This design comes from an exercise in tuning for small area and a short achievable clock period on the open sky130 flow, not from production work.
At most, simulation tests tie the RTL to the original design; equivalence was not proved.
The RTL of runs 5 to 7 was laid out without a check of its function.
No activity file was given, so power comes from the tool's default toggle rates.

## flow/flow/run.sh

```bash
#!/bin/bash
# The standard layout (standard.sh), with four changes to how it is made:
# - synthesis maps with ABC's &nf mapper (flow/abc_map.script) instead of
#   ORFS's script, through flow/synth.tcl, which is synth_recipe.tcl with only
#   the ABC script swapped;
# - no full/half-adder extraction before ABC (ADDER_MAP_FILE empty);
# - ports are buffered with sky130_fd_sc_hd__buf_1;
# - ORFS's timing repair aims for 136.3 ns of setup slack (SETUP_SLACK_MARGIN)
#   instead of 0, so it sizes the slowest paths of this design up. The clock,
#   its period and all constraints are the standard flow's own, unchanged.
# Each tool's output goes to the ORFS logs under orfs/logs; make's own output
# to flow_make.log here.
set -euo pipefail
W=$(pwd)
export FLOW_ABC_SCRIPT=$W/flow/abc_map.script
bash standard.sh "SYNTH_SCRIPT=$W/flow/synth.tcl" "ADDER_MAP_FILE=" \
  "BUFFER_PORTS_ARGS=-buffer_cell sky130_fd_sc_hd__buf_1" SETUP_SLACK_MARGIN=136.3 finish > flow_make.log 2>&1
test -s out/final.def
```

## flow/flow/abc_map.script

```
strash; &get -n; &nf -R 1000; &put; topo; stime -c
```

## flow/flow/synth.tcl

```tcl
# The standard flow's synthesis script (synth_recipe.tcl) with ABC's mapping script replaced
# by the one named in FLOW_ABC_SCRIPT.
proc synth {args} { yosys synth -nofsm -noshare {*}$args }
proc abc {args} {
  set i [lsearch -exact $args -script]
  if { $i >= 0 } { lset args [expr {$i + 1}] $::env(FLOW_ABC_SCRIPT) }
  yosys abc {*}$args
}
source $::env(SCRIPTS_DIR)/synth.tcl
# left out here: clear keep_hierarchy, flatten, clean up, hide names made inside functions, write 1_2_yosys.v
```

## flow/standard.sh

```bash
#!/bin/bash
# synth_recipe.tcl (not shown) runs the flow's synth.tcl, then flattens the netlist and writes it again
# the make line also repeats each setting of config.mk as NAME=value (left out here)
make -C /OpenROAD-flow-scripts/flow DESIGN_CONFIG=/design/flow/config.mk WORK_HOME=/design/flow/orfs CLKGATE_MAP_FILE= SYNTH_SCRIPT=/design/flow/synth_recipe.tcl "${@:-finish}"
```

## flow/config.mk

```make
export PLATFORM = sky130hd
export DESIGN_NAME = lc8b10b_slot
export DESIGN_NICKNAME = lc8b10b_slot
export VERILOG_FILES = /design/flow/design.v
export SDC_FILE = /design/flow/constraint.sdc
export NUM_CORES = 4
export LEC_CHECK = 0
export CAP_MARGIN = 20
export CORE_MARGIN = 2
export CORE_UTILIZATION = 40
export CTS_BUF_LIST = sky130_fd_sc_hd__clkbuf_4
export CTS_CLUSTER_SIZE = 20
export SLEW_MARGIN = 20
export TNS_END_PERCENT = 0
```

## flow/constraint.sdc

```tcl
create_clock -name core_clock -period 175.0 [get_ports {clk}]
set_input_delay 35.0000 -clock core_clock [delete_from_list [all_inputs] [get_ports {clk}]]
set_output_delay 35.0000 -clock core_clock [all_outputs]
set_load 0.01 [all_outputs]
```

## flow/design.v

```verilog
module lc8b10b_slot (
    input  wire         clk,
    input  wire         rst,         
    input  wire         in_valid,
    input  wire         in_entry,    
    input  wire [159:0] in_sym,
    output wire         out_valid,
    output reg  [159:0] out_sym,     
    output reg  [127:0] out_data,    
    output reg  [15:0]  out_k,       
    output reg  [15:0]  out_err      
);
  reg [159:0] r_nsym;                 
  wire [159:0] r_sym = ~r_nsym;
  reg [15:0]  r_err, r_okn, r_dfl;
  reg         r_valid;
  reg         st_n, st_p, st_t;
  assign out_valid = r_valid;
  wire [15:0]  okn, okp, gn, gp, dfl;    
  wire [127:0] byt;                 
  wire [15:0]  kk, a6, mfj, mgh;
  genvar g;
  generate
    for (g = 0; g < 16; g = g + 1) begin : sym
      lc_rx_sym rx (.w(in_sym[10*g +: 10]), .okn(okn[g]), .okp(okp[g]), .gn(gn[g]), .gp(gp[g]),
                    .dfl(dfl[g]));
      lc_tx_sym tx (.w(r_sym[10*g +: 10]), .byt(byt[8*g +: 8]), .kk(kk[g]),
                    .a6(a6[g]), .mfj(mfj[g]), .mgh(mgh[g]));
    end
  endgenerate
  reg [15:0] gn2, gp2, qn, qp, ft, qt;    
  reg [15:0] pn, pp;                      
  reg [15:0] bad;
  reg        sn, sp, t0;
  reg [9:0]  w, msk;
  reg        nw;
  reg [159:0] sym_n;
  integer    i, l, m;
  always @* begin
    gn2 = gn;
    gp2 = gp;
    for (l = 0; l < 4; l = l + 1) begin
      qn = gn2;
      qp = gp2;
      for (i = 0; i < 16; i = i + 1)
        if ((i >> l) & 1) begin
          m = ((i >> l) << l) - 1;
          gn2[i] = qn[i] | (~qp[i] & qn[m]);
          gp2[i] = qp[i] | (~qn[i] & qp[m]);
        end
    end
    sn = st_n & ~in_entry;
    sp = st_p & ~in_entry;
    pn = {gn2[14:0] | (~gp2[14:0] & {15{sn}}), sn};
    pp = {gp2[14:0] | (~gn2[14:0] & {15{sp}}), sp};
    for (i = 0; i < 16; i = i + 1) begin
      bad[i] = ~((~pp[i] & okn[i]) | (~pn[i] & okp[i]));
      sym_n[10*i +: 10] = bad[i] ? 10'b0001011110 : in_sym[10*i +: 10];
    end
  end
  always @* begin
    ft = r_dfl;
    for (l = 0; l < 4; l = l + 1) begin
      qt = ft;
      for (i = 0; i < 16; i = i + 1)
        if ((i >> l) & 1) begin
          m = ((i >> l) << l) - 1;
          ft[i] = qt[i] ^ qt[m];
        end
    end
    t0 = st_t;
    for (i = 0; i < 16; i = i + 1) begin
      out_err[i] = r_err[i];
      out_k[i]   = kk[i];
      out_data[8*i +: 8] = byt[8*i +: 8];
      w   = r_sym[10*i +: 10];
      msk = {mfj[i], mgh[i], mgh[i], mfj[i], {6{a6[i]}}};
      if (i == 0)
        nw = ~(t0 ^ r_okn[i]);
      else
        nw = ~(ft[i-1] ^ (t0 ^ r_okn[i]));
      out_sym[10*i +: 10] = w ^ (msk & {10{nw}});
    end
  end
  always @(posedge clk) begin
    r_nsym  <= ~sym_n;
    r_err   <= bad;
    r_okn   <= okn | bad;
    r_dfl   <= dfl & ~bad;    
    if (rst) begin
      r_valid <= 1'b0;
      st_n    <= 1'b0;
      st_p    <= 1'b0;
      st_t    <= 1'b0;
    end else begin
      r_valid <= in_valid;
      if (in_valid) begin
        st_n <= gn2[15] | (~gp2[15] & sn);
        st_p <= gp2[15] | (~gn2[15] & sp);
      end
      if (in_valid & in_entry)
        st_t <= 1'b0;
      else if (r_valid)
        st_t <= t0 ^ ft[15];
    end
  end
endmodule
module lc_rx_sym (input wire [9:0] w, output wire okn, output wire okp, output wire gn, output wire gp, output wire dfl);
  wire new_n16, new_n17, new_n18, new_n19, new_n20, new_n21, new_n22, new_n23;
  wire new_n24, new_n25, new_n26, new_n27, new_n28, new_n29, new_n30, new_n31;
  wire new_n32, new_n33, new_n34, new_n35, new_n36, new_n37, new_n38, new_n39;
  wire new_n40, new_n41, new_n42, new_n43, new_n44, new_n45, new_n46, new_n47;
  wire new_n48, new_n49, new_n50, new_n51, new_n52, new_n53, new_n54, new_n55;
  wire new_n56, new_n57, new_n58, new_n59, new_n60, new_n61, new_n62, new_n63;
  wire new_n64, new_n65, new_n66, new_n67, new_n68, new_n69, new_n70, new_n72;
  wire new_n73, new_n74, new_n75, new_n76, new_n78, new_n79, new_n80, new_n81;
  wire new_n82, new_n85;
  assign new_n16 = ~w[2] & ~w[3];
  assign new_n17 = ~w[0] & ~w[1];
  assign new_n18 = new_n16 & new_n17;
  assign new_n19 = w[4] & w[5];
  assign new_n20 = w[2] & w[3];
  assign new_n21 = w[0] & w[1];
  assign new_n22 = ~new_n20 & ~new_n21;
  assign new_n23 = ~new_n16 & ~new_n17;
  assign new_n24 = ~new_n22 & new_n23;
  assign new_n25 = ~new_n19 & ~new_n24;
  assign new_n26 = new_n22 & ~new_n23;
  assign new_n27 = ~w[4] & ~w[5];
  assign new_n28 = ~new_n26 & ~new_n27;
  assign new_n29 = new_n25 & ~new_n28;
  assign new_n30 = ~new_n18 & ~new_n29;
  assign new_n31 = ~new_n25 & new_n28;
  assign new_n32 = new_n20 & new_n21;
  assign new_n33 = ~new_n31 & ~new_n32;
  assign new_n34 = new_n30 & new_n33;
  assign new_n35 = w[6] & w[7];
  assign new_n36 = ~w[8] & ~w[9];
  assign new_n37 = ~w[6] & ~w[7];
  assign new_n38 = ~new_n36 & ~new_n37;
  assign new_n39 = ~new_n35 & ~new_n38;
  assign new_n40 = w[5] & new_n26;
  assign new_n41 = new_n16 & new_n27;
  assign new_n42 = ~w[6] & ~new_n41;
  assign new_n43 = ~new_n40 & new_n42;
  assign new_n44 = ~new_n35 & ~new_n43;
  assign new_n45 = ~w[9] & ~new_n19;
  assign new_n46 = ~new_n41 & new_n45;
  assign new_n47 = w[8] & ~new_n46;
  assign new_n48 = ~new_n44 & new_n47;
  assign new_n49 = ~new_n39 & ~new_n48;
  assign new_n50 = new_n34 & new_n49;
  assign new_n51 = w[8] & w[9];
  assign new_n52 = ~new_n35 & ~new_n51;
  assign new_n53 = ~new_n37 & ~new_n52;
  assign new_n54 = new_n19 & new_n20;
  assign new_n55 = ~new_n27 & ~new_n54;
  assign new_n56 = ~w[5] & new_n24;
  assign new_n57 = new_n55 & ~new_n56;
  assign new_n58 = w[6] & ~new_n57;
  assign new_n59 = w[9] & new_n55;
  assign new_n60 = ~w[7] & ~w[8];
  assign new_n61 = ~new_n59 & new_n60;
  assign new_n62 = ~new_n58 & new_n61;
  assign new_n63 = ~new_n53 & ~new_n62;
  assign new_n64 = ~new_n33 & new_n63;
  assign new_n65 = ~new_n50 & ~new_n64;
  assign new_n66 = new_n19 & new_n24;
  assign new_n67 = w[2] & new_n21;
  assign new_n68 = ~new_n26 & ~new_n67;
  assign new_n69 = w[3] & ~new_n68;
  assign new_n70 = ~new_n66 & ~new_n69;
  assign okn = ~new_n65 & new_n70;
  assign new_n72 = ~new_n30 & new_n49;
  assign new_n73 = new_n34 & new_n63;
  assign new_n74 = ~new_n72 & ~new_n73;
  assign new_n75 = ~new_n55 & ~new_n68;
  assign new_n76 = ~new_n18 & ~new_n75;
  assign okp = ~new_n74 & new_n76;
  assign new_n78 = ~new_n36 & new_n53;
  assign new_n79 = new_n39 & ~new_n51;
  assign new_n80 = ~new_n78 & ~new_n79;
  assign new_n81 = new_n34 & new_n80;
  assign new_n82 = new_n33 & ~new_n78;
  assign gp = ~new_n79 & ~new_n82;
  assign gn = ~new_n81 & ~gp;
  assign new_n85 = ~new_n34 & ~new_n80;
  assign dfl = ~new_n81 & ~new_n85;
endmodule
module lc_tx_sym (input wire [9:0] w, output wire [7:0] byt, output wire kk, output wire a6, output wire mfj, output wire mgh);
  wire new_n23, new_n24, new_n25, new_n26, new_n27, new_n28, new_n29, new_n30;
  wire new_n31, new_n32, new_n33, new_n34, new_n35, new_n36, new_n37, new_n38;
  wire new_n39, new_n40, new_n41, new_n42, new_n44, new_n45, new_n46, new_n47;
  wire new_n48, new_n49, new_n50, new_n51, new_n52, new_n53, new_n54, new_n55;
  wire new_n57, new_n58, new_n59, new_n60, new_n61, new_n62, new_n63, new_n64;
  wire new_n65, new_n66, new_n67, new_n69, new_n70, new_n71, new_n72, new_n73;
  wire new_n74, new_n75, new_n76, new_n77, new_n78, new_n79, new_n80, new_n81;
  wire new_n82, new_n84, new_n85, new_n86, new_n87, new_n88, new_n89, new_n90;
  wire new_n91, new_n92, new_n93, new_n94, new_n95, new_n96, new_n97, new_n98;
  wire new_n99, new_n101, new_n102, new_n103, new_n104, new_n105, new_n106, new_n107;
  wire new_n108, new_n109, new_n110, new_n112, new_n113, new_n114, new_n115, new_n116;
  wire new_n117, new_n118, new_n119, new_n120, new_n121, new_n123, new_n124, new_n125;
  wire new_n126, new_n127, new_n128, new_n129, new_n130, new_n131, new_n132, new_n134;
  wire new_n135, new_n136, new_n138, new_n139, new_n140, new_n142, new_n143, new_n144;
  wire new_n145, new_n146, new_n147, new_n148, new_n149, new_n150, new_n152;
  assign new_n23 = ~w[2] & ~w[4];
  assign new_n24 = w[3] & w[5];
  assign new_n25 = ~w[1] & ~new_n24;
  assign new_n26 = w[1] & w[5];
  assign new_n27 = w[3] & new_n26;
  assign new_n28 = ~w[3] & ~w[5];
  assign new_n29 = ~new_n27 & ~new_n28;
  assign new_n30 = ~new_n25 & new_n29;
  assign new_n31 = new_n23 & ~new_n30;
  assign new_n32 = w[0] & ~new_n26;
  assign new_n33 = ~new_n24 & new_n32;
  assign new_n34 = ~new_n23 & ~new_n27;
  assign new_n35 = ~new_n33 & new_n34;
  assign new_n36 = ~new_n31 & ~new_n35;
  assign new_n37 = w[4] & new_n24;
  assign new_n38 = w[3] & ~new_n37;
  assign new_n39 = w[2] & w[4];
  assign new_n40 = ~w[1] & ~new_n39;
  assign new_n41 = ~w[0] & new_n40;
  assign new_n42 = ~new_n38 & new_n41;
  assign byt[0] = new_n36 | new_n42;
  assign new_n44 = ~w[3] & ~w[4];
  assign new_n45 = w[0] & w[2];
  assign new_n46 = ~w[0] & ~w[2];
  assign new_n47 = ~new_n45 & ~new_n46;
  assign new_n48 = ~new_n44 & new_n47;
  assign new_n49 = new_n44 & ~new_n47;
  assign new_n50 = w[5] & ~new_n49;
  assign new_n51 = ~new_n48 & new_n50;
  assign new_n52 = ~w[1] & ~new_n49;
  assign new_n53 = new_n44 & ~new_n45;
  assign new_n54 = ~w[5] & ~new_n53;
  assign new_n55 = ~new_n52 & new_n54;
  assign byt[1] = new_n51 | new_n55;
  assign new_n57 = ~w[0] & ~w[4];
  assign new_n58 = new_n30 & new_n57;
  assign new_n59 = ~w[0] & new_n24;
  assign new_n60 = ~new_n39 & ~new_n59;
  assign new_n61 = ~w[1] & ~new_n60;
  assign new_n62 = new_n32 & new_n44;
  assign new_n63 = w[2] & ~w[5];
  assign new_n64 = ~new_n27 & ~new_n63;
  assign new_n65 = ~new_n57 & ~new_n64;
  assign new_n66 = ~new_n62 & ~new_n65;
  assign new_n67 = ~new_n61 & new_n66;
  assign byt[2] = new_n58 | ~new_n67;
  assign new_n69 = ~w[1] & new_n45;
  assign new_n70 = w[1] & new_n47;
  assign new_n71 = ~new_n69 & ~new_n70;
  assign new_n72 = ~w[4] & new_n71;
  assign new_n73 = w[4] & ~new_n40;
  assign new_n74 = w[5] & ~new_n73;
  assign new_n75 = ~new_n72 & new_n74;
  assign new_n76 = new_n23 & ~new_n52;
  assign new_n77 = w[0] & w[5];
  assign new_n78 = ~w[1] & ~w[4];
  assign new_n79 = ~w[3] & ~new_n78;
  assign new_n80 = ~new_n23 & ~new_n79;
  assign new_n81 = ~new_n77 & ~new_n80;
  assign new_n82 = ~new_n76 & new_n81;
  assign byt[3] = ~new_n75 & ~new_n82;
  assign new_n84 = ~w[5] & new_n44;
  assign new_n85 = ~w[2] & new_n84;
  assign new_n86 = ~w[4] & ~new_n85;
  assign new_n87 = ~new_n45 & ~new_n70;
  assign new_n88 = w[4] & ~new_n28;
  assign new_n89 = ~new_n24 & ~new_n88;
  assign new_n90 = ~w[1] & ~new_n47;
  assign new_n91 = ~new_n37 & ~new_n90;
  assign new_n92 = ~new_n89 & new_n91;
  assign new_n93 = new_n87 & ~new_n92;
  assign new_n94 = new_n86 & ~new_n93;
  assign new_n95 = w[2] & new_n24;
  assign new_n96 = w[4] & ~new_n95;
  assign new_n97 = ~w[3] & w[5];
  assign new_n98 = new_n96 & ~new_n97;
  assign new_n99 = new_n93 & new_n98;
  assign byt[4] = ~new_n94 & ~new_n99;
  assign new_n101 = ~w[7] & ~w[8];
  assign new_n102 = w[6] & ~w[9];
  assign new_n103 = ~new_n101 & ~new_n102;
  assign new_n104 = ~new_n85 & ~new_n103;
  assign new_n105 = ~w[8] & w[9];
  assign new_n106 = w[7] & ~new_n105;
  assign new_n107 = w[6] & ~new_n106;
  assign new_n108 = w[8] & w[9];
  assign new_n109 = ~new_n85 & ~new_n108;
  assign new_n110 = ~new_n107 & ~new_n109;
  assign byt[5] = new_n104 | new_n110;
  assign new_n112 = w[7] & w[8];
  assign new_n113 = ~w[9] & ~new_n84;
  assign new_n114 = ~w[6] & ~new_n113;
  assign new_n115 = ~new_n112 & ~new_n114;
  assign new_n116 = ~new_n85 & ~new_n115;
  assign new_n117 = new_n85 & ~new_n103;
  assign new_n118 = w[9] & new_n112;
  assign new_n119 = ~w[8] & new_n102;
  assign new_n120 = ~new_n118 & ~new_n119;
  assign new_n121 = ~new_n117 & new_n120;
  assign byt[6] = new_n116 | ~new_n121;
  assign new_n123 = ~w[7] & ~w[9];
  assign new_n124 = ~new_n112 & ~new_n123;
  assign new_n125 = ~new_n85 & ~new_n124;
  assign new_n126 = w[7] & w[9];
  assign new_n127 = ~new_n101 & ~new_n126;
  assign new_n128 = ~w[6] & ~w[7];
  assign new_n129 = w[6] & w[7];
  assign new_n130 = ~new_n128 & ~new_n129;
  assign new_n131 = ~new_n85 & new_n130;
  assign new_n132 = ~new_n127 & ~new_n131;
  assign byt[7] = new_n125 | new_n132;
  assign new_n134 = new_n86 & ~new_n118;
  assign new_n135 = ~w[9] & new_n101;
  assign new_n136 = new_n96 & ~new_n135;
  assign kk = ~new_n134 & ~new_n136;
  assign new_n138 = new_n87 & new_n92;
  assign new_n139 = ~new_n84 & new_n89;
  assign new_n140 = ~new_n71 & new_n139;
  assign a6 = ~new_n138 & ~new_n140;
  assign new_n142 = ~w[3] & ~w[7];
  assign new_n143 = w[8] & ~new_n87;
  assign new_n144 = ~new_n142 & ~new_n143;
  assign new_n145 = ~w[3] & ~new_n87;
  assign new_n146 = ~new_n144 & ~new_n145;
  assign new_n147 = ~new_n130 & ~new_n146;
  assign new_n148 = ~new_n102 & ~new_n105;
  assign new_n149 = ~new_n112 & new_n148;
  assign new_n150 = ~kk & ~new_n149;
  assign mfj = new_n147 | ~new_n150;
  assign new_n152 = new_n120 & new_n130;
  assign mgh = ~new_n150 | ~new_n152;
endmodule
```

==> impl_metrics.yaml, run 1 <==
global_routing:
  grt_overflow_total: 0
  grtUsageTotal: 0.263
  antenna_found_initial: 9
  grt_start_max_net_pins: 19
  grt_pass1_vias: 21300
  grt_pass1_wl_um: 109000
floorplanning:
  top_level_ports: 485
  core_mm2: 0.0476
  start_util: 0.404
  fp-row-count: 80
  die_x_um: 223
  die-height_um: 223
  die_area_mm2: 0.0499
status:
  status: "timing/DRC/antenna clean"
power_and_ir_drop:
  clock_power_share: 0.095
  intPower_mw: 0.207
  switching_share: 0.551
  power_frac_seq: 0.167
  vdd_drop_max_mv: 0.0119
  pwr-share-comb: 0.739
  p_leak_nw: 7.76
  net-switching-power_mw: 0.255
  powerDensity_mw_per_mm2: 20.4
critical_path:
  crit_type: "flop to primary output"
  rr_startpoint: "st_n"
  worst_path_most_repeated_cell: "xnor2_1"
  worstPathCellList: "xor2_1 > xnor2_1 > xnor2_4 > buf_12 > xor2_1 > xnor2_1 > a211oi_2 > xnor2_1 > buf_1"
  critPathMaxFanout: 6
  crit_path_top_delay_cell: "a211oi_2"
  critPathBufInv: 2
  required_ns: 140.00
  path_depth: 9
  cp-end-kind: "primary output"
  timing.rr.end: "r_nsym[11]"
  cp_data_arrival_time_ns: 3.77
  start_kind: "flop"
  rrSetupSlack_ns: 172.40
  path_delay_family: "XOR/XNOR gates"
  worst_path_largest_cell_delay_ns: 0.56
  ff2ff_path_depth: 6
timing:
  drv_slew: 0
  grt_setup_unrepaired: "true"
  hold_ws_ns: 0.511
  setup_tns_ns: 0
  worst_pin_slew_ns: 1.26
  slew_headroom: 0.158
  setup_viol_count_final: 0
  skew_ns: 0.0351
  layout_min_cycle_time_ns: 38.77
  min_period_over_period: 0.222
  report.final.hold_viol_count: 0
  clock.fmax_mhz: 25.8
yosys:
  netlist_instances: 2907
  synth.net_count: 3071
  async_reset_ff_frac: 0
  ys_types: 42
  ys_seq_area_frac: 0.221
  synth_edf_count: 0
  synthFlopType: "dfxtp_1"
  netlist.area_leader.share: 0.221
  ys_top_cells_by_count: "nand2_1 (519), nor2_1 (389), o21ai_0 (349), xnor2_1 (220), dfxtp_1 (212)"
  yosys.area.top_type: "dfxtp_1"
  ys_warn_count: 1
  ys_ff_latch: 212
  synth_area_mm2: 0.0192
  synthTopCellsByArea: "dfxtp_1 (22%), nand2_1 (10%), xnor2_1 (10%), o21ai_0 (9.1%), nor2_1 (7.6%)"
  synth_most_common_cell: "nand2_1"
  synth_area_per_cell_um2: 6.62
finish:
  area_growth_pct: 17.6
  fin_area_mm2: 0.0226
  drive_gt1_frac: 0.0341
  nets: 3609
detailed_routing:
  wire_per_inst_um: 17.0
  routed_wl_um: 69800
  drt-vias-per-instance: 5.77
  drc: 0
  num_vias: 23700
  dr.pass1.iters: 6
  detail_route.iter0.violations: 1789
  antenna_left: 0
clocking:
  hold_buffers: 0
  numCtsBuffers: 59
  cts_tree: "done"
  clk_latency_ns: 0.82
  clock_sinks: 212
  clk_pin_slew_ns: 0.07
  cts_htree_levels: 2
  clk_root_buffer_cell: "clkbuf_4"
  clk_path_buf_depth: 3
hold_path:
  hold_path.class: "flop to flop"
  hp-start: "st_n"
  holdPathEnd: "st_n"
  hold_path_depth: 2
flow_run:
  maxCapViolCount: 0
placement:
  gp_congestion: 0.938
  port_buffers: 484
  place_area_mm2: 0.0218
  dp_hpwl_um: 54400
## how the worst max path moves through the flow
stage / start / end
after global routing: in_sym[2] / r_dfl[10]
final: r_dfl[4] / out_sym[123]
after detailed placement: in_sym[2] / r_nsym[126]
after floorplan: in_sym[2] / r_dfl[12]
after global placement: in_sym[3] / r_dfl[12]
after CTS: in_sym[2] / r_dfl[12]
## worst register-to-register path, stage by stage, from the launching register on
cell and delay [ns]:
dfxtp_1 0.34, nor2b_1 0.98, a21oi_1 0.26, and4_1 0.25, or2_0 0.33, clkinv_1 0.21, nor2_1 0.09
## stage by stage
step / instances / util / setup WS, ns / power (mW)
floorplan: 2907 / - / 136.60 / 0.296
global placement: 3997 / 0.457 / 135.18 / 0.410
detailed placement: 3997 / 0.457 / 134.96 / 0.413
CTS: 4101 / 0.474 / 136.11 / 0.465
global route: 4103 / 0.475 / 136.01 / 0.498
finish: 4108 / 0.475 / 136.23 / 0.462
## kinds of logic (layout without fill, tap and decap cells)
group	Yosys count	in the layout	synth area share
XOR/XNOR	271	271	0.123
flip-flops	212	212	0.221
buffers and inverters	109	688	0.0244
AND/OR/NAND/NOR	1256	1256	0.281
AO/OA/AOI/OAI	1041	1041	0.341
other	0	7	0
multiplexers	18	18	0.0104
## cells in the final DEF (no fill, tap or decap), types with 81 or more instances in the layout
cell type,instances
clkinv_1,107
dfxtp_1,211
nand2_1,519
nor2_1,389
o211ai_1,81
o21ai_0,346
buf_1,484
a21oi_1,203
clkbuf_4,83
nand3_1,98
xnor2_1,218
## routing by layer
metal | vias to the layer above | track usage | part of all wire
met5 | - | 0 | 0.0014
met4 | 14 | 0.0972 | 0.037
met3 | 167 | 0.0684 | 0.077
met2 | 900 | 0.432 | 0.46
met1 | 10900 | 0.330 | 0.42
li1 | 11700 | - | -
## registers in the layout, indices dropped and copies added (netlist names)
| signal | count |
|---|---|
| r_dfl | 16 |
| r_err | 16 |
| r_nsym | 160 |
| r_okn | 16 |
| r_valid | 1 |
| st_n | 1 |
| st_p | 1 |
| st_t | 1 |
## power groups by stage
stage                     clock network [mW]  logic (mW)  registers [mW]
after floorplan                            0       0.224          0.0719
after global placement                     0       0.332          0.0773
after detailed placement                   0       0.336          0.0775
after CTS                             0.0456       0.343          0.0765
after global routing                  0.0478       0.371          0.0788
final                                 0.0437       0.341          0.0771
## cell type report
class	count	area, µm²
well taps	615	769
clock buffers	83	623
repair buffers	493	1900
clock inverters	19	81.3
diodes	7	17.5
inverters	93	349
flip-flops and latches	212	4250
fillers	5017	25000
multi-input cells	2586	14700
## what timing repair did
action / 4_1_cts / 5_1_grt
resized for setup: 12 / 7
buffers inserted: 2 / 0
pin swaps: 1 / 0
endpoints found under the setup margin: 169 / 148
==> inputs of run 2 (changes only) <==
--- a/flow/config.mk
+++ b/flow/config.mk
@@ -13,2 +13,2 @@
 export SLEW_MARGIN = 20
-export TNS_END_PERCENT = 0
+export TNS_END_PERCENT = 20
==> impl_metrics.yaml, run 2 <==
detailed_routing:
  drt-vias-per-instance: 5.77
  antenna_left: 0
  num_vias: 23700
  dr.pass1.iters: 6
  drc: 0
  wire_per_inst_um: 17.0
  routed_wl_um: 69700
  detail_route.iter0.violations: 1727
global_routing:
  grt_start_max_net_pins: 19
  use_met3: 0.0684
  busiest_layer: "met2"
  grt_pass1_wl_um: 109000
  grt_pass1_vias: 21300
  grt_overflow_total: 0
  grt_util_met1: 0.330
  grtUsageTotal: 0.262
  antenna_found_initial: 9
  grtUsageMet2: 0.431
finish:
  largest_reg_flops: 160
  layout_commonest_cell: "nand2_1"
  top_register: "r_nsym"
  nFillCells: 5022
  nets: 3609
  multi_input_area_mm2: 0.0147
  drive_gt1_frac: 0.0359
  area_growth_pct: 17.9
  mostFrequentLayoutCells: "nand2_1 (519), buf_1 (484), nor2_1 (389)"
  final-seq-area_mm2: 0.00425
timing:
  grt_setup_unrepaired: "true"
  min_period_over_period: 0.221
  slew_headroom: 0.170
  fin_ws_ns: 136.36
  setup_viol_count_final: 0
  report.final.hold_viol_count: 0
  layout_min_cycle_time_ns: 38.64
  clock.fmax_mhz: 25.9
  worst_pin_slew_ns: 1.24
  skew_ns: 0.0423
  drv_slew: 0
  setup_tns_ns: 0
clocking:
  clk_path_buf_depth: 3
  clk_pin_slew_ns: 0.06
  hold_buffers: 0
  clk_root_buffer_cell: "clkbuf_4"
  cts_htree_levels: 2
  clock_sinks: 212
  clk_latency_ns: 0.82
  cts_tree: "done"
  numCtsBuffers: 59
critical_path:
  cp_data_arrival_time_ns: 3.64
  crit_type: "flop to primary output"
  cp-end-kind: "primary output"
  start_kind: "flop"
  required_ns: 140.00
  critPathMaxFanout: 6
yosys:
  ys_top_cells_by_count: "nand2_1 (519), nor2_1 (389), o21ai_0 (349), xnor2_1 (220), dfxtp_1 (212)"
  yosys.area.top_type: "dfxtp_1"
  synthFlopType: "dfxtp_1"
  ys_warn_count: 1
  netlist_instances: 2907
  async_reset_ff_frac: 0
  synth_area_per_cell_um2: 6.62
  synthTopCellsByArea: "dfxtp_1 (22%), nand2_1 (10%), xnor2_1 (10%), o21ai_0 (9.1%), nor2_1 (7.6%)"
  ys_ff_latch: 212
  synth.net_count: 3071
  synth_area_mm2: 0.0192
  ys_seq_area_frac: 0.221
  synth_edf_count: 0
  ys_types: 42
  netlist.area_leader.share: 0.221
  synth_most_common_cell: "nand2_1"
status:
  status: "timing/DRC/antenna clean"
floorplanning:
  die_area_mm2: 0.0499
  top_level_ports: 485
  fp-row-count: 80
  core_mm2: 0.0476
  start_util: 0.404
  die-height_um: 223
  die_x_um: 223
placement:
  dp_hpwl_um: 54400
  gp_congestion: 0.938
  port_buffers: 484
  preCtsSetupSlack_ns: 134.96
power_and_ir_drop:
  vdd_drop_max_mv: 0.0119
  powerDensity_mw_per_mm2: 20.4
  p_leak_nw: 7.78
flow_run:
  maxCapViolCount: 0
hold_path:
  hold_path.class: "flop to flop"
## run 2: worst max-delay path: stages, from the launching register on
cell and delay, ns:
dfxtp_1 0.35, xor2_2 0.23, xnor2_2 0.62, xnor2_1 0.17
xnor2_1 0.23, a211oi_1 0.83, xnor2_1 0.25, buf_1 0.18
## run 2: through the flow
step,utilization,cell area (µm²),hold slack (ns),total power [mW],instances
finish,0.476,22700,0.511,0.463,4106
global route,0.476,22700,0.557,0.499,4103
detailed placement,0.457,21800,0.497,0.413,3997
CTS,0.474,22600,0.512,0.466,4101
floorplan,-,19200,0.470,0.296,2907
global placement,0.457,21800,0.483,0.410,3997
## run 2: cell type report
type	count	area share
Multi-Input combinational cell	2586	0.648
Inverter	93	0.0154
Antenna cell	5	0.000551
Timing Repair Buffer	493	0.0836
Tap cell	615	0.0339
Sequential cell	212	0.187
Clock inverter	19	0.00358
Clock buffer	83	0.0275
## run 2: routing by layer
| metal | wire (µm) | vias up | part of all wire |
|---|---|---|---|
| li1 | - | 11700 | - |
| met1 | 29400 | 10900 | 0.42 |
| met2 | 32400 | 882 | 0.46 |
| met3 | 5300 | 174 | 0.076 |
| met4 | 2570 | 14 | 0.037 |
| met5 | 95 | - | 0.0014 |
## run 2: worst paths after layout
kind,slack (ns),cells past startpoint,from,endpoint
worst max-delay path,136.36,7,r_dfl[0],out_sym[55]
worst min-delay path,0.51,2,st_n,st_n
worst max register to register,172.44,6,st_n,r_nsym[11]
worst min register to register,0.51,2,st_n,st_n
## run 2: kinds of logic (layout without fill, tap and decap cells)
logic type             Yosys count  count (layout)  synth area share
AND/OR/NAND/NOR               1256            1256             0.281
other                            0               5                 0
buffers and inverters          109             688            0.0244
XOR/XNOR                       271             271             0.123
multiplexers                    18              18            0.0104
flip-flops                     212             212             0.221
AO/OA/AOI/OAI                 1041            1041             0.341
## run 2: what timing repair did
action                     CTS  global route
pin swaps                    1             0
setup endpoints to repair  169           131
resized for setup           16            13
setup buffers                2             0
## run 2: power breakdown
group / leakage (nW) / internal, mW / total [mW] / switching [mW]
combinational: 5.62 / 0.129 / 0.342 / 0.213
sequential: 1.75 / 0.0567 / 0.0772 / 0.0205
clock: 0.416 / 0.0217 / 0.0437 / 0.0220
==> inputs of run 3 (changes only) <==
--- a/flow/config.mk
+++ b/flow/config.mk
@@ -12,2 +12,3 @@
 export CTS_CLUSTER_SIZE = 20
+export PLACE_DENSITY = 0.45
 export SLEW_MARGIN = 20
==> impl_metrics.yaml, run 3 <==
floorplanning:
  die_x_um: 223
  start_util: 0.404
  top_level_ports: 485
  core_mm2: 0.0476
  die_area_mm2: 0.0499
  die-height_um: 223
  fp-row-count: 80
yosys:
  ys_top_cells_by_count: "nand2_1 (519), nor2_1 (389), o21ai_0 (349), xnor2_1 (220), dfxtp_1 (212)"
  synthFlopType: "dfxtp_1"
  ys_ff_latch: 212
  async_reset_ff_frac: 0
  synth.net_count: 3071
  synth_area_mm2: 0.0192
  yosys.area.top_type: "dfxtp_1"
  synthTopCellsByArea: "dfxtp_1 (22%), nand2_1 (10%), xnor2_1 (10%), o21ai_0 (9.1%), nor2_1 (7.6%)"
  ys_types: 42
  synth_edf_count: 0
  synth_area_per_cell_um2: 6.62
  ys_warn_count: 1
  netlist.area_leader.share: 0.221
  ys_seq_area_frac: 0.221
  netlist_instances: 2907
  synth_most_common_cell: "nand2_1"
power_and_ir_drop:
  power_frac_seq: 0.167
  p_leak_nw: 7.84
  clock_power_share: 0.103
  net-switching-power_mw: 0.250
  pwr-share-comb: 0.730
  vdd_drop_max_mv: 0.0233
  powerDensity_mw_per_mm2: 20.3
  switching_share: 0.542
  intPower_mw: 0.211
hold_path:
  hold_path.class: "flop to flop"
  hp-start: "st_n"
detailed_routing:
  drc: 0
  routed_wl_um: 68600
  antenna_left: 0
  detail_route.iter0.violations: 1521
  wire_per_inst_um: 16.6
  drt-vias-per-instance: 5.63
  num_vias: 23200
  dr.pass1.iters: 9
finish:
  fin_util: 0.479
  drive_gt1_frac: 0.0363
  fin_area_mm2: 0.0228
  largest_reg_flops: 160
  nFillCells: 5078
  nets: 3617
  mostFrequentLayoutCells: "nand2_1 (519), buf_1 (484), nor2_1 (389)"
  final-seq-area_mm2: 0.00425
  stdcell_count: 4128
  multi_input_area_mm2: 0.0147
  area_growth_pct: 18.5
  layout_commonest_cell: "nand2_1"
  top_register: "r_nsym"
placement:
  gp_congestion: 0.945
  dp_cells: 3999
  port_buffers: 484
  place_area_mm2: 0.0218
  dp_hpwl_um: 54000
critical_path:
  crit_type: "flop to primary output"
  cp-end-kind: "primary output"
  start_kind: "flop"
  required_ns: 140.00
  crit_start: "r_dfl[0]"
  critPathMaxFanout: 6
  rr_startpoint: "st_n"
  cp_data_arrival_time_ns: 3.63
timing:
  setup_tns_ns: 0
  min_period_over_period: 0.221
  skew_ns: 0.0571
  worst_pin_slew_ns: 1.05
  clock.fmax_mhz: 25.9
  report.final.hold_viol_count: 0
  grt_setup_unrepaired: "true"
  drv_slew: 0
  layout_min_cycle_time_ns: 38.63
  setup_viol_count_final: 0
  hold_ws_ns: 0.523
  slew_headroom: 0.296
clocking:
  clk_latency_ns: 0.83
  clk_pin_slew_ns: 0.06
  clk_path_buf_depth: 3
  cts_tree: "done"
  numCtsBuffers: 61
  cts_htree_levels: 2
  clock_sinks: 212
  clk_root_buffer_cell: "clkbuf_4"
global_routing:
  antenna_found_initial: 18
  grt_start_max_net_pins: 19
  grt_pass1_vias: 20600
  grt_pass1_wl_um: 107000
  grt_overflow_total: 0
  grtUsageTotal: 0.260
flow_run:
  maxCapViolCount: 0
status:
  status: "timing/DRC/antenna clean"
[run 3: cell counts after synthesis]
No cell type changed its count.
[run 3: final cells by class]
type | count | share of cell area
Inverter | 93 | 0.0153
Timing Repair Buffer | 499 | 0.0845
Tap cell | 615 | 0.0337
Clock buffer | 80 | 0.0263
Antenna cell | 13 | 0.00143
Multi-Input combinational cell | 2586 | 0.644
Sequential cell | 212 | 0.186
Clock inverter | 30 | 0.00812
[run 3: worst paths after layout]
check	slack, ns	depth (start not counted)	to
worst max register to register	172.63	5	r_nsym[21]
worst min register to register	0.52	2	st_n
worst min-delay path	0.52	2	st_n
worst max-delay path	136.37	7	out_sym[74]
[run 3: power by group through the flow]
| stage | sequential, mW | clock [mW] | combinational, mW |
|---|---|---|---|
| CTS | 0.0767 | 0.0494 | 0.338 |
| finish | 0.0771 | 0.0476 | 0.337 |
| detailed placement | 0.0777 | 0 | 0.329 |
| global placement | 0.0777 | 0 | 0.326 |
| floorplan | 0.0719 | 0 | 0.224 |
| global route | 0.0792 | 0.0521 | 0.368 |
[run 3: logic make-up (layout without fill, tap and decap cells)]
group,count (synthesis),count (layout),share of synthesized area
AOI/OAI and AO/OA,1041,1041,0.341
muxes,18,18,0.0104
buffers and inverters,109,702,0.0244
other,0,13,0
and+or+nand+nor,1256,1256,0.281
xor gates and xnor gates,271,271,0.123
DFF,212,212,0.221
[run 3: what timing repair did]
action / in CTS / in global routing
endpoints found under the setup margin: 111 / 126
gates resized for setup: 17 / 9
pin swaps: 1 / 0
setup buffers: 3 / 2
hold buffers: 0 / 0
[run 3: metrics by stage]
stage / setup slack [ns] / power, mW
after floorplan: 136.60 / 0.296
after global placement: 135.57 / 0.404
after detailed placement: 135.34 / 0.407
after CTS: 136.21 / 0.464
after global routing: 136.09 / 0.499
final: 136.37 / 0.462
[run 3: routing by layer]
layer  share of wire  GRT usage  wire length [µm]
met3           0.067     0.0537              4560
met2            0.45      0.410             30600
met5          0.0014          0                96
met4           0.032     0.0940              2200
met1            0.45      0.349             31100
[run 3: worst max-delay path, stage by stage (launching register included)]
cell,delay [ns]
dfxtp_1,0.42
xor2_2,0.39
xnor2_4,0.22
xnor2_1,0.31
xnor2_1,0.19
a211oi_1,0.80
xnor2_1,0.20
buf_1,0.27
==> inputs of run 4 (changes only) <==
--- a/flow/config.mk
+++ b/flow/config.mk
@@ -12,3 +12,3 @@
 export CTS_CLUSTER_SIZE = 20
-export PLACE_DENSITY = 0.45
+export PLACE_DENSITY = 0.85
 export SLEW_MARGIN = 20
==> impl_metrics.yaml, run 4 <==
global_routing:
  grt_overflow_total: 0
  grtUsageTotal: 0.244
  grt_start_max_net_pins: 19
  grt_pass1_vias: 20500
  grt_pass1_wl_um: 102000
  antenna_found_initial: 6
power_and_ir_drop:
  p_total_mw: 0.464
  vdd_drop_max_mv: 0.0156
  powerDensity_mw_per_mm2: 20.4
  p_leak_nw: 7.81
finish:
  layout_commonest_cell: "nand2_1"
  nets: 3610
  stdcell_count: 4108
  largest_reg_flops: 160
  multi_input_area_mm2: 0.0147
  nFillCells: 4837
  final-seq-area_mm2: 0.00425
  top_register: "r_nsym"
  drive_gt1_frac: 0.0361
  area_growth_pct: 18.0
  mostFrequentLayoutCells: "nand2_1 (519), buf_1 (484), nor2_1 (389)"
clocking:
  cts_tree: "done"
  clk_root_buffer_cell: "clkbuf_4"
  hold_buffers: 0
  clock_sinks: 212
  clk_latency_ns: 0.77
  clk_pin_slew_ns: 0.07
  numCtsBuffers: 57
  cts_htree_levels: 2
  clk_path_buf_depth: 3
floorplanning:
  start_util: 0.404
  fp-row-count: 80
  die_x_um: 223
  top_level_ports: 485
  die_area_mm2: 0.0499
  core_mm2: 0.0476
  die-height_um: 223
critical_path:
  crit_type: "flop to primary output"
  worst_path_largest_cell_delay_ns: 0.50
  path_delay_family: "XOR/XNOR gates"
  cp_data_arrival_time_ns: 3.53
  critPathBufInv: 2
  critPathMaxFanout: 6
  worst_path_most_repeated_cell: "xnor2_1"
  worstPathCellList: "xor2_1 > xnor2_1 > xnor2_4 > buf_12 > xor2_1 > xnor2_1 > a211oi_2 > xnor2_1 > buf_1"
  crit_path_top_delay_cell: "a211oi_2"
  required_ns: 140.00
  cp-end-kind: "primary output"
  start_kind: "flop"
yosys:
  ys_ff_latch: 212
  synthTopCellsByArea: "dfxtp_1 (22%), nand2_1 (10%), xnor2_1 (10%), o21ai_0 (9.1%), nor2_1 (7.6%)"
  synth_fa_ha_area_frac: 0
  synth-xor-area-share: 0.123
  ys_warn_count: 1
  ys_seq_area_frac: 0.221
  synth_compound_area_frac: 0.341
  synth_area_mm2: 0.0192
  synthMuxAreaShare: 0.0104
  synth_simple_gate_area_frac: 0.281
  ys_types: 42
  netlist.area_leader.share: 0.221
  synth_area_per_cell_um2: 6.62
  synth_most_common_cell: "nand2_1"
  async_reset_ff_frac: 0
  synth_top_family_by_area: "compound AO/OA/AOI/OAI gates"
  synth_edf_count: 0
  synthFlopType: "dfxtp_1"
  synth.net_count: 3071
  yosys.area.top_type: "dfxtp_1"
  ys_top_cells_by_count: "nand2_1 (519), nor2_1 (389), o21ai_0 (349), xnor2_1 (220), dfxtp_1 (212)"
  netlist_instances: 2907
timing:
  layout_min_cycle_time_ns: 38.53
  fin_ws_ns: 136.48
  drv_slew: 0
  setup_viol_count_final: 0
  grt_setup_unrepaired: "true"
  setup_tns_ns: 0
  report.final.hold_viol_count: 0
  skew_ns: 0.0384
  worst_pin_slew_ns: 1.06
  min_period_over_period: 0.220
  clock.fmax_mhz: 26.0
  slew_headroom: 0.291
status:
  status: "timing/DRC/antenna clean"
detailed_routing:
  detail_route.iter0.violations: 1649
  drc: 0
  num_vias: 23500
  antenna_left: 0
  routed_wl_um: 64800
  wire_per_inst_um: 15.8
  dr.pass1.iters: 6
  drt-vias-per-instance: 5.73
placement:
  dp_cells: 4000
  port_buffers: 484
  dp_hpwl_um: 50600
  preCtsSetupSlack_ns: 134.95
  gp_congestion: 0.953
flow_run:
  maxCapViolCount: 0
hold_path:
  hold_path.class: "flop to flop"
==> run 4: cell counts after synthesis <==
Identical to the previous run, type by type.
==> run 4: through the flow <==
stage | area (µm²) | hold WS (ns) | utilization
after floorplan | 19200 | 0.470 | -
after global placement | 21800 | 0.487 | 0.457
after detailed placement | 21800 | 0.507 | 0.457
after CTS | 22700 | 0.520 | 0.476
after global routing | 22700 | 0.545 | 0.477
final | 22700 | 0.521 | 0.477
==> run 4: layout make-up <==
cell class,count,share of cell area
Tap cell,615,0.0339
Multi-Input combinational cell,2586,0.647
Sequential cell,212,0.187
Timing Repair Buffer,496,0.0844
Clock buffer,74,0.0245
Antenna cell,2,0.000220
Clock inverter,30,0.00826
Inverter,93,0.0154
==> run 4: kinds of logic (layout without fill, tap and decap cells) <==
| group | after synthesis | in the layout |
|---|---|---|
| flops | 212 | 212 |
| compound gates | 1041 | 1041 |
| simple gates | 1256 | 1256 |
| mux | 18 | 18 |
| other cells | 0 | 2 |
| buf+inv | 109 | 693 |
| xor+xnor | 271 | 271 |
==> run 4: worst paths after layout <==
kind              slack [ns]  startpoint  cells after the start          end
setup reg to reg      172.37        st_n                      6   r_nsym[22]
setup / recovery      136.48    r_dfl[4]                      9  out_sym[95]
hold reg to reg         0.52        st_p                      2         st_p
hold / removal          0.52        st_p                      2         st_p
==> run 4: power breakdown <==
group / switching (mW) / total, mW / internal, mW / leakage, nW
registers: 0.0199 / 0.0765 / 0.0567 / 1.75
clock network: 0.0228 / 0.0458 / 0.0230 / 0.438
logic: 0.210 / 0.342 / 0.131 / 5.63
==> run 4: what timing repair did <==
item	CTS	global route
pin swaps	1	0
setup buffers	2	0
resized for setup	17	10
endpoints found under the setup margin	140	109
==> run 4: worst min-delay path, cell delays in order (launching register included) <==
cell and delay, ns:
dfxtp_1 0.35, mux2i_1 0.07, nor2_1 0.07
==> run 4: layer usage <==
layer / global-route usage / part of all wire / routed length (µm) / vias to the layer above
li1: - / - / - / 11700
met1: 0.295 / 0.41 / 26600 / 10700
met2: 0.410 / 0.47 / 30300 / 921
met3: 0.0684 / 0.087 / 5660 / 182
met4: 0.0976 / 0.035 / 2250 / 8
met5: 0 / 0.00083 / 54 / -
==> inputs of run 5 (changes only) <==
--- a/flow/design.v
+++ b/flow/design.v
@@ -61,3 +61,3 @@
   always @* begin
-    ft = r_dfl;
+    ft = r_dfl;    
     for (l = 0; l < 4; l = l + 1) begin
@@ -65,6 +65,4 @@
       for (i = 0; i < 16; i = i + 1)
-        if ((i >> l) & 1) begin
-          m = ((i >> l) << l) - 1;
-          ft[i] = qt[i] ^ qt[m];
-        end
+        if (i >= (1 << l))
+          ft[i] = qt[i] ^ qt[i - (1 << l)];
     end
==> impl_metrics.yaml, run 5 <==
power_and_ir_drop:
  power_frac_seq: 0.166
  p_total_mw: 0.466
  intPower_mw: 0.210
  powerDensity_mw_per_mm2: 20.4
  vdd_drop_max_mv: 0.0139
  switching_share: 0.550
  clock_power_share: 0.100
  net-switching-power_mw: 0.256
  p_leak_nw: 7.86
  pwr-share-comb: 0.734
clocking:
  clk_path_buf_depth: 3
  cts_tree: "done"
  numCtsBuffers: 59
  clk_latency_ns: 0.82
  cts_setup_buffers: 0
  clock_sinks: 212
  clk_root_buffer_cell: "clkbuf_4"
  cts_htree_levels: 2
  clk_pin_slew_ns: 0.06
timing:
  layout_min_cycle_time_ns: 38.71
  hold_ws_ns: 0.529
  min_period_over_period: 0.221
  clock.fmax_mhz: 25.8
  setup_tns_ns: 0
  report.final.hold_viol_count: 0
  worst_pin_slew_ns: 1.05
  fin_ws_ns: 136.29
  drv_slew: 0
  grt_setup_unrepaired: "true"
  slew_headroom: 0.299
  setup_viol_count_final: 0
  skew_ns: 0.0677
critical_path:
  crit_start: "r_dfl[0]"
  crit_type: "flop to primary output"
  required_ns: 140.00
  ff2ff_path_depth: 5
  rr_startpoint: "st_n"
  start_kind: "flop"
  endpoint: "out_sym[41]"
  timing.rr.end: "r_dfl[2]"
  cp_data_arrival_time_ns: 3.71
  critPathMaxFanout: 6
  cp-end-kind: "primary output"
  rrSetupSlack_ns: 172.25
finish:
  drive_gt1_frac: 0.0320
  nets: 3623
  area_growth_pct: 17.7
  fin_util: 0.477
  layout_commonest_cell: "nand2_1"
  largest_reg_flops: 160
  top_register: "r_nsym"
  mostFrequentLayoutCells: "nand2_1 (519), buf_1 (484), nor2_1 (389)"
floorplanning:
  fp-row-count: 80
  top_level_ports: 485
  die_x_um: 224
  die_area_mm2: 0.0503
  die-height_um: 224
  start_util: 0.405
  core_mm2: 0.0478
global_routing:
  grt_overflow_total: 0
  grt_pass1_vias: 20700
  antenna_found_initial: 21
  grtUsageTotal: 0.254
  grt_pass1_wl_um: 105000
  grt_start_max_net_pins: 19
yosys:
  yosys.area.top_type: "dfxtp_1"
  synth_area_per_cell_um2: 6.63
  ys_top_cells_by_count: "nand2_1 (519), nor2_1 (389), o21ai_0 (349), xnor2_1 (227), dfxtp_1 (212)"
  ys_warn_count: 1
  synth_area_mm2: 0.0194
  async_reset_ff_frac: 0
  synth_most_common_cell: "nand2_1"
  netlist.area_leader.share: 0.219
  netlist_instances: 2924
  synth_edf_count: 0
  synthFlopType: "dfxtp_1"
  synth.net_count: 3088
  ys_types: 42
  ys_ff_latch: 212
  ys_seq_area_frac: 0.219
  synthTopCellsByArea: "dfxtp_1 (22%), xnor2_1 (10%), nand2_1 (10%), o21ai_0 (9.0%), nor2_1 (7.5%)"
detailed_routing:
  wl_met2_um: 32100
  dr.pass1.iters: 9
  antenna_left: 0
  num_vias: 23600
  drc: 0
  wl_met1_um: 26600
  wl_met3_um: 6310
  detail_route.iter0.violations: 2109
  drt-vias-per-instance: 5.70
  wire_per_inst_um: 16.4
  routed.top_layer: "met5"
  routed_wl_um: 68000
placement:
  gp_congestion: 0.990
  dp_hpwl_um: 53200
  port_buffers: 484
  preCtsSetupSlack_ns: 135.05
status:
  status: "timing/DRC/antenna clean"
flow_run:
  maxCapViolCount: 0
hold_path:
  hp-start: "st_p"
  hold_path.class: "flop to flop"
## run 5: cell count changes in the layout (fill, tap and decap cells not counted), moves of 4 or more
cell      before  now
clkinv_2      12    8
buf_4         10    6
xor2_1        51   59
xnor2_1      217  226
clkinv_1     106  111
diode_2        2   17
## run 5: layout make-up
cell class | instances | area, µm²
diodes | 17 | 42.5
clock buffers | 76 | 571
clock inverters | 30 | 185
fillers | 4893 | 25000
inverters | 93 | 349
multi-input cells | 2603 | 14800
flip-flops and latches | 212 | 4250
well taps | 615 | 769
repair buffers | 490 | 1860
## run 5: kinds of logic (layout without fill, tap and decap cells)
kind of cell / count (synthesis) / count (layout) / synth area share
flip-flops: 212 / 212 / 0.219
AO/OA/AOI/OAI: 1041 / 1041 / 0.338
AND/OR/NAND/NOR: 1256 / 1256 / 0.278
multiplexers: 18 / 18 / 0.0103
other: 0 / 17 / 0
buffers and inverters: 109 / 689 / 0.0242
XOR/XNOR: 288 / 288 / 0.130
## run 5: metrics by stage
step,cells,cell area [µm²]
final,4136,22800
after CTS,4119,22700
after global placement,4013,21900
after global routing,4131,22800
after detailed placement,4013,21900
after floorplan,2924,19400
## run 5: layer usage
metal / global-route usage / up-vias
met5: 0 / -
met4: 0.126 / 12
met3: 0.0716 / 162
met2: 0.431 / 963
met1: 0.294 / 10700
li1: - / 11800
## run 5: what timing repair did
item / 4_1_cts / 5_1_grt
resized for setup: 12 / 8
hold buffers: 0 / 0
pin swaps: 0 / 1
setup endpoints to repair: 90 / 139
## run 5: worst max-delay path: stages (launching register included)
cell and delay (ns):
dfxtp_1 0.58, xor2_2 0.47, xor2_1 0.36, xnor2_1 0.23
a211oi_1 0.85, xnor2_1 0.28, buf_1 0.19
## run 5: worst min-delay path by stage
stage	end	slack, ns	cells after the start
2_1_floorplan	st_n	0.47	2
3_3_place_gp	st_n	0.49	2
3_5_place_dp	st_p	0.51	2
4_1_cts	st_p	0.52	2
5_1_grt	st_n	0.56	2
6_report	st_p	0.53	2
## run 5: power by group through the flow
stage / Combinational, mW / Clock [mW] / Sequential [mW]
after floorplan: 0.227 / 0 / 0.0720
after global placement: 0.333 / 0 / 0.0776
after global routing: 0.372 / 0.0505 / 0.0791
after detailed placement: 0.336 / 0 / 0.0777
after CTS: 0.342 / 0.0481 / 0.0767
final: 0.342 / 0.0464 / 0.0774
==> inputs of run 6 (changes only) <==
--- a/flow/design.v
+++ b/flow/design.v
@@ -41,3 +41,3 @@
     gp2 = gp;
-    for (l = 0; l < 4; l = l + 1) begin
+    for (l = 0; l < 4; l = l + 1) begin    
       qn = gn2;
@@ -45,4 +45,4 @@
       for (i = 0; i < 16; i = i + 1)
-        if ((i >> l) & 1) begin
-          m = ((i >> l) << l) - 1;
+        if (i >= (1 << l)) begin
+          m = i - (1 << l);
           gn2[i] = qn[i] | (~qp[i] & qn[m]);
==> impl_metrics.yaml, run 6 <==
status:
  status: "timing/DRC/antenna clean"
timing:
  drv_slew: 0
  worst_pin_slew_ns: 1.10
  clock.fmax_mhz: 25.9
  min_period_over_period: 0.221
  setup_viol_count_final: 0
  setup_tns_ns: 0
  skew_ns: 0.0435
  fin_ws_ns: 136.39
  slew_headroom: 0.262
  report.final.hold_viol_count: 0
  grt_setup_unrepaired: "true"
  layout_min_cycle_time_ns: 38.61
global_routing:
  grt_pass1_wl_um: 105000
  grt_overflow_total: 0
  antenna_found_initial: 14
  grt_pass1_vias: 20700
  grtUsageTotal: 0.253
  grt_start_max_net_pins: 19
yosys:
  netlist_instances: 2969
  ys_types: 42
  synthFlopType: "dfxtp_1"
  yosys.area.top_type: "dfxtp_1"
  ys_top_cells_by_count: "nand2_1 (514), nor2_1 (402), o21ai_0 (380), a21oi_1 (236), xnor2_1 (229)"
  synth_most_common_cell: "nand2_1"
  ys_warn_count: 1
  ys_seq_area_frac: 0.217
  netlist.area_leader.share: 0.217
  ys_ff_latch: 212
  synth_edf_count: 0
  synthTopCellsByArea: "dfxtp_1 (22%), xnor2_1 (10%), nand2_1 (9.9%), o21ai_0 (9.7%), nor2_1 (7.7%)"
  synth.net_count: 3133
  async_reset_ff_frac: 0
  synth_area_per_cell_um2: 6.59
  synth_area_mm2: 0.0196
detailed_routing:
  antenna_left: 0
  routed_wl_um: 67700
  drt-vias-per-instance: 5.69
  num_vias: 23800
  detail_route.iter0.violations: 1873
  dr.pass1.iters: 6
  drc: 0
  wire_per_inst_um: 16.2
critical_path:
  worst_path_most_repeated_cell: "xnor2_1"
  cp_data_arrival_time_ns: 3.61
  start_kind: "flop"
  critPathMaxFanout: 6
  worst_path_largest_cell_delay_ns: 0.85
  cp-end-kind: "primary output"
  required_ns: 140.00
  crit_path_top_delay_cell: "a211oi_1"
  crit_type: "flop to primary output"
  worstPathCellList: "xor2_2 > xor2_1 > xnor2_1 > a211oi_1 > xnor2_1 > buf_1"
  rrSetupSlack_ns: 172.57
clocking:
  numCtsBuffers: 67
  clock_sinks: 212
  cts_setup_buffers: 0
  clk_path_buf_depth: 3
  cts_htree_levels: 3
  clk_latency_ns: 0.79
  hold_buffers: 0
  cts_tree: "done"
  clk_pin_slew_ns: 0.06
  clk_root_buffer_cell: "clkbuf_4"
power_and_ir_drop:
  pwr-share-comb: 0.727
  powerDensity_mw_per_mm2: 20.3
  clock_power_share: 0.109
  p_total_mw: 0.466
  p_leak_nw: 7.92
  vdd_drop_max_mv: 0.0165
  net-switching-power_mw: 0.255
  switching_share: 0.547
  power_frac_seq: 0.165
  intPower_mw: 0.211
placement:
  port_buffers: 484
  dp_hpwl_um: 52900
  gp_congestion: 0.975
  preCtsSetupSlack_ns: 135.49
finish:
  nets: 3674
  drive_gt1_frac: 0.0335
  top_register: "r_nsym"
  area_growth_pct: 17.6
  nFillCells: 4936
  layout_commonest_cell: "nand2_1"
  largest_reg_flops: 160
  fin_util: 0.473
  mostFrequentLayoutCells: "nand2_1 (514), buf_1 (484), nor2_1 (400)"
floorplanning:
  fp-row-count: 81
  die_area_mm2: 0.0507
  die_x_um: 225
  top_level_ports: 485
  die-height_um: 225
  start_util: 0.402
  core_mm2: 0.0486
flow_run:
  maxCapViolCount: 0
hold_path:
  hold_path.class: "flop to flop"
run 6: cell types whose count changed in the layout (fill, tap and decap cells not counted), sizes merged, moves of 10 or more:
cell	before	now
a21oi	205	236
o21ai	349	380
nand2b	40	25
clkbuf	76	90
clkinv	121	108
nor2	389	402
nor2b	47	57
o31ai	20	10
run 6: metrics by stage:
stage          std cells  area (µm²)  hold WS, ns
3_3_place_gp        4062       22100        0.485
4_1_cts             4176       22900        0.529
5_1_grt             4187       23000        0.568
2_1_floorplan       2969       19600        0.470
3_5_place_dp        4062       22100        0.511
6_report            4190       23000        0.526
run 6: area by class of cell:
| type | instances | area (µm²) | area share |
|---|---|---|---|
| sequential | 212 | 4250 | 0.185 |
| clock inverter | 25 | 153 | 0.00664 |
| timing repair buffer | 488 | 1840 | 0.0802 |
| antenna | 13 | 32.5 | 0.00141 |
| multi-input combinational | 2652 | 14900 | 0.650 |
| tap | 622 | 778 | 0.0338 |
| inverter | 89 | 334 | 0.0145 |
| clock buffer | 89 | 668 | 0.0290 |
run 6: final timing paths:
kind,from,cells after the start,end
max,r_dfl[0],6,out_sym[40]
min,st_n,2,st_n
max reg2reg,r_dfl[0],7,st_t
min reg2reg,st_n,2,st_n
run 6: routing by layer:
metal	global-route usage	routed length, µm	vias up
li1	-	-	12000
met1	0.322	29200	10600
met2	0.400	30300	1042
met3	0.0596	5170	205
met4	0.125	3100	2
met5	0	16	-
run 6: kinds of logic (layout without fill, tap and decap cells):
group                  Yosys count  in the layout  synth area share
XOR/XNOR                       289            289             0.129
flip-flops                     212            212             0.217
other                            0             13                 0
multiplexers                    18             18            0.0102
buffers and inverters          105            691            0.0232
AO/OA/AOI/OAI                 1089           1089             0.345
AND/OR/NAND/NOR               1256           1256             0.275
run 6: repair_timing:
item                                    CTS  global route
resized for setup                         9             8
endpoints found under the setup margin   69           114
gates cloned                              0             0
run 6: critical path: cells and delay by family, from the launching register on:
kind | cells | cell delay [ns]
AOI/OAI and AO/OA | 1 | 0.85
buffers and inverters | 1 | 0.17
xor gates and xnor gates | 4 | 1.31
DFF | 1 | 0.52
run 6: power groups by stage:
| stage | clock [mW] | combinational (mW) | sequential (mW) |
|---|---|---|---|
| 3_3_place_gp | 0 | 0.330 | 0.0771 |
| 4_1_cts | 0.0524 | 0.338 | 0.0761 |
| 6_report | 0.0506 | 0.339 | 0.0767 |
| 5_1_grt | 0.0552 | 0.373 | 0.0786 |
| 2_1_floorplan | 0 | 0.225 | 0.0716 |
| 3_5_place_dp | 0 | 0.333 | 0.0771 |
==> inputs of run 7 (changes only) <==
--- a/flow/flow/run.sh
+++ b/flow/flow/run.sh
@@ -7,3 +7,3 @@
 # - ports are buffered with sky130_fd_sc_hd__buf_1;
-# - ORFS's timing repair aims for 136.3 ns of setup slack (SETUP_SLACK_MARGIN)
+# - ORFS's timing repair aims for 137 ns of setup slack (SETUP_SLACK_MARGIN)
 #   instead of 0, so it sizes the slowest paths of this design up. The clock,
@@ -16,3 +16,3 @@
 bash standard.sh "SYNTH_SCRIPT=$W/flow/synth.tcl" "ADDER_MAP_FILE=" \
-  "BUFFER_PORTS_ARGS=-buffer_cell sky130_fd_sc_hd__buf_1" SETUP_SLACK_MARGIN=136.3 finish > flow_make.log 2>&1
+  "BUFFER_PORTS_ARGS=-buffer_cell sky130_fd_sc_hd__buf_1" SETUP_SLACK_MARGIN=137 finish > flow_make.log 2>&1
 test -s out/final.def
==> impl_metrics.yaml, run 7 <==
finish:
  mostFrequentLayoutCells: "nand2_1 (514), buf_1 (450), nor2_1 (398)"
  nets: 3705
  largest_reg_flops: 160
  area_growth_pct: 24.8
  fin_area_mm2: 0.0244
  nFillCells: 4752
  layout_commonest_cell: "nand2_1"
  drive_gt1_frac: 0.0912
  multi_input_area_mm2: 0.0159
  top_register: "r_nsym"
  final-seq-area_mm2: 0.00433
hold_path:
  hold_path.class: "flop to flop"
  hp-start: "st_n"
  hold_path_depth: 2
critical_path:
  rr_startpoint: "st_n"
  crit_path_top_delay_cell: "dfxtp_4"
  start_kind: "flop"
  critPathMaxFanout: 6
  cp_data_arrival_time_ns: 3.10
  worst_path_most_repeated_cell: "xor2_4"
  cp-end-kind: "primary output"
  worst_path_largest_cell_delay_ns: 0.43
  crit_start: "r_dfl[5]"
  required_ns: 140.00
  ff2ff_path_depth: 5
  worstPathCellList: "xor2_4 > xor2_4 > buf_12 > xor2_4 > xnor2_2 > xnor2_2 > buf_6 > a211oi_4 > buf_6 > xnor2_1 > buf_2"
  crit_type: "flop to primary output"
yosys:
  synth_area_mm2: 0.0196
  netlist_instances: 2969
  ys_ff_latch: 212
  ys_seq_area_frac: 0.217
  synth_most_common_cell: "nand2_1"
  ys_top_cells_by_count: "nand2_1 (514), nor2_1 (402), o21ai_0 (380), a21oi_1 (236), xnor2_1 (229)"
  synthFlopType: "dfxtp_1"
  yosys.area.top_type: "dfxtp_1"
  synth_edf_count: 0
  synthTopCellsByArea: "dfxtp_1 (22%), xnor2_1 (10%), nand2_1 (9.9%), o21ai_0 (9.7%), nor2_1 (7.7%)"
  netlist.area_leader.share: 0.217
  synth.net_count: 3133
  async_reset_ff_frac: 0
  ys_types: 42
  synth_area_per_cell_um2: 6.59
  ys_warn_count: 1
timing:
  grt_setup_unrepaired: "true"
  layout_min_cycle_time_ns: 38.10
  setup_viol_count_final: 0
  slew_headroom: 0.344
  clock.fmax_mhz: 26.2
  drv_slew: 0
  skew_ns: 0.0411
  setup_tns_ns: 0
  worst_pin_slew_ns: 0.982
  min_period_over_period: 0.218
  report.final.hold_viol_count: 0
clocking:
  numCtsBuffers: 67
  cts_tree: "done"
  clk_pin_slew_ns: 0.06
  clk_root_buffer_cell: "clkbuf_4"
  clk_latency_ns: 0.78
  clk_path_buf_depth: 3
  clock_sinks: 212
  cts_htree_levels: 3
  hold_buffers: 0
power_and_ir_drop:
  net-switching-power_mw: 0.278
  vdd_drop_max_mv: 0.0154
  power_frac_seq: 0.145
  pwr-share-comb: 0.762
  clock_power_share: 0.094
  p_leak_nw: 8.55
  powerDensity_mw_per_mm2: 22.2
  intPower_mw: 0.264
  switching_share: 0.513
detailed_routing:
  wire_per_inst_um: 16.4
  drc: 0
  antenna_left: 0
  num_vias: 24200
  dr.pass1.iters: 6
  routed_wl_um: 69400
  drt-vias-per-instance: 5.72
  detail_route.iter0.violations: 2016
placement:
  place_area_mm2: 0.0221
  gp_congestion: 0.975
  port_buffers: 484
  dp_hpwl_um: 52900
global_routing:
  grtUsageTotal: 0.259
  grt_start_max_net_pins: 19
  antenna_found_initial: 16
  grt_pass1_wl_um: 108000
  grt_overflow_total: 0
  grt_pass1_vias: 21200
floorplanning:
  core_mm2: 0.0486
  start_util: 0.402
  top_level_ports: 485
  die_x_um: 225
  die_area_mm2: 0.0507
  die-height_um: 225
  fp-row-count: 81
flow_run:
  maxCapViolCount: 0
status:
  status: "timing/DRC/antenna clean"
run 7: critical path: cells and delay by family, from the launching register on:
family | cells | cell delay [ns]
flops | 1 | 0.43
compound gates | 1 | 0.21
buf+inv | 4 | 0.59
xor+xnor | 6 | 1.06
run 7: final cells by class:
cell class	instances	area share
Antenna cell	17	0.00174
Clock buffer	89	0.0274
Clock inverter	25	0.00626
Inverter	89	0.0137
Multi-Input combinational cell	2652	0.650
Sequential cell	212	0.177
Tap cell	622	0.0319
Timing Repair Buffer	519	0.0912
run 7: power groups by stage:
stage	combinational [mW]	sequential (mW)	clock, mW
after global routing	0.449	0.0803	0.0553
after detailed placement	0.333	0.0771	0
after floorplan	0.225	0.0716	0
after global placement	0.330	0.0771	0
final	0.413	0.0785	0.0507
after CTS	0.403	0.0774	0.0524
run 7: metrics by stage:
stage / cells / total power [mW] / setup slack, ns / hold slack [ns] / utilization
2_1_floorplan: 2969 / 0.297 / 137.10 / 0.470 / -
3_5_place_dp: 4062 / 0.410 / 135.49 / 0.511 / 0.453
4_1_cts: 4199 / 0.533 / 136.77 / 0.529 / 0.494
5_1_grt: 4220 / 0.584 / 136.70 / 0.568 / 0.501
6_report: 4225 / 0.542 / 136.90 / 0.524 / 0.502
3_3_place_gp: 4062 / 0.407 / 135.53 / 0.485 / 0.453
run 7: timing repair:
item	CTS	global route
pin swaps	37	13
resized for setup	184	92
endpoints found under the setup margin	248	316
cloned	0	0
buffers inserted	23	9
run 7: kinds of logic (layout without fill, tap and decap cells):
group | count (synthesis) | count (layout) | share of synthesized area
and+or+nand+nor | 1256 | 1256 | 0.275
DFF | 212 | 212 | 0.217
buffers and inverters | 105 | 722 | 0.0232
AOI/OAI and AO/OA | 1089 | 1089 | 0.345
muxes | 18 | 18 | 0.0102
xor gates and xnor gates | 289 | 289 | 0.129
other | 0 | 17 | 0
run 7: final timing paths:
kind	end	slack, ns
setup / recovery	out_sym[144]	136.90
hold / removal	st_n	0.52
setup reg to reg	r_dfl[1]	172.78
hold reg to reg	st_n	0.52
run 7: per-layer routing:
layer / up-vias / GRT usage / share of wire
li1: 12000 / - / -
met1: 10900 / 0.326 / 0.42
met2: 1058 / 0.412 / 0.45
met3: 223 / 0.0622 / 0.077
met4: 4 / 0.135 / 0.048
met5: - / 0 / 0.00035

## port drivers added, routing unchanged
Ports are ideal in the flow. The routed layouts listed here were re-timed in OpenROAD.
Step 1, drivers: a clkbuf_16 drives clk and a buf_2 each remaining input, both assumed.
Step 2 also shifts input and output timing later by t, the mid clock arrival at the registers, as if the neighbouring blocks saw the same clock.
a / b / c = no drivers / after step 1 / after step 2; a / b = the first two.
| run | shift t [ns] | setup slack, ns | worst data-port slew with drivers (ns) | pins driven straight from the clock port |
|---|---|---|---|---|
| run 1 | 0.842 | 136.226 / 136.173 / 135.727 | 0.13 | 1 |
| run 2 | 0.840 | 136.363 / 136.309 / 135.705 | 0.11 | 1 |
| run 3 | 0.858 | 136.374 / 136.322 / 135.970 | 0.11 | 1 |
| run 4 | 0.803 | 136.475 / 136.434 / 135.878 | 0.09 | 1 |
| run 5 | 0.833 | 136.292 / 136.240 / 135.839 | 0.11 | 1 |
| run 6 | 0.811 | 136.391 / 136.341 / 135.651 | 0.10 | 1 |
| run 7 | 0.817 | 136.896 / 136.849 / 136.292 | 0.10 | 1 |
After both steps setup and hold are still met in every run listed. The setup slack of run 6, which loses most, moves by -0.050 ns with the drivers and by -0.740 ns with both steps.
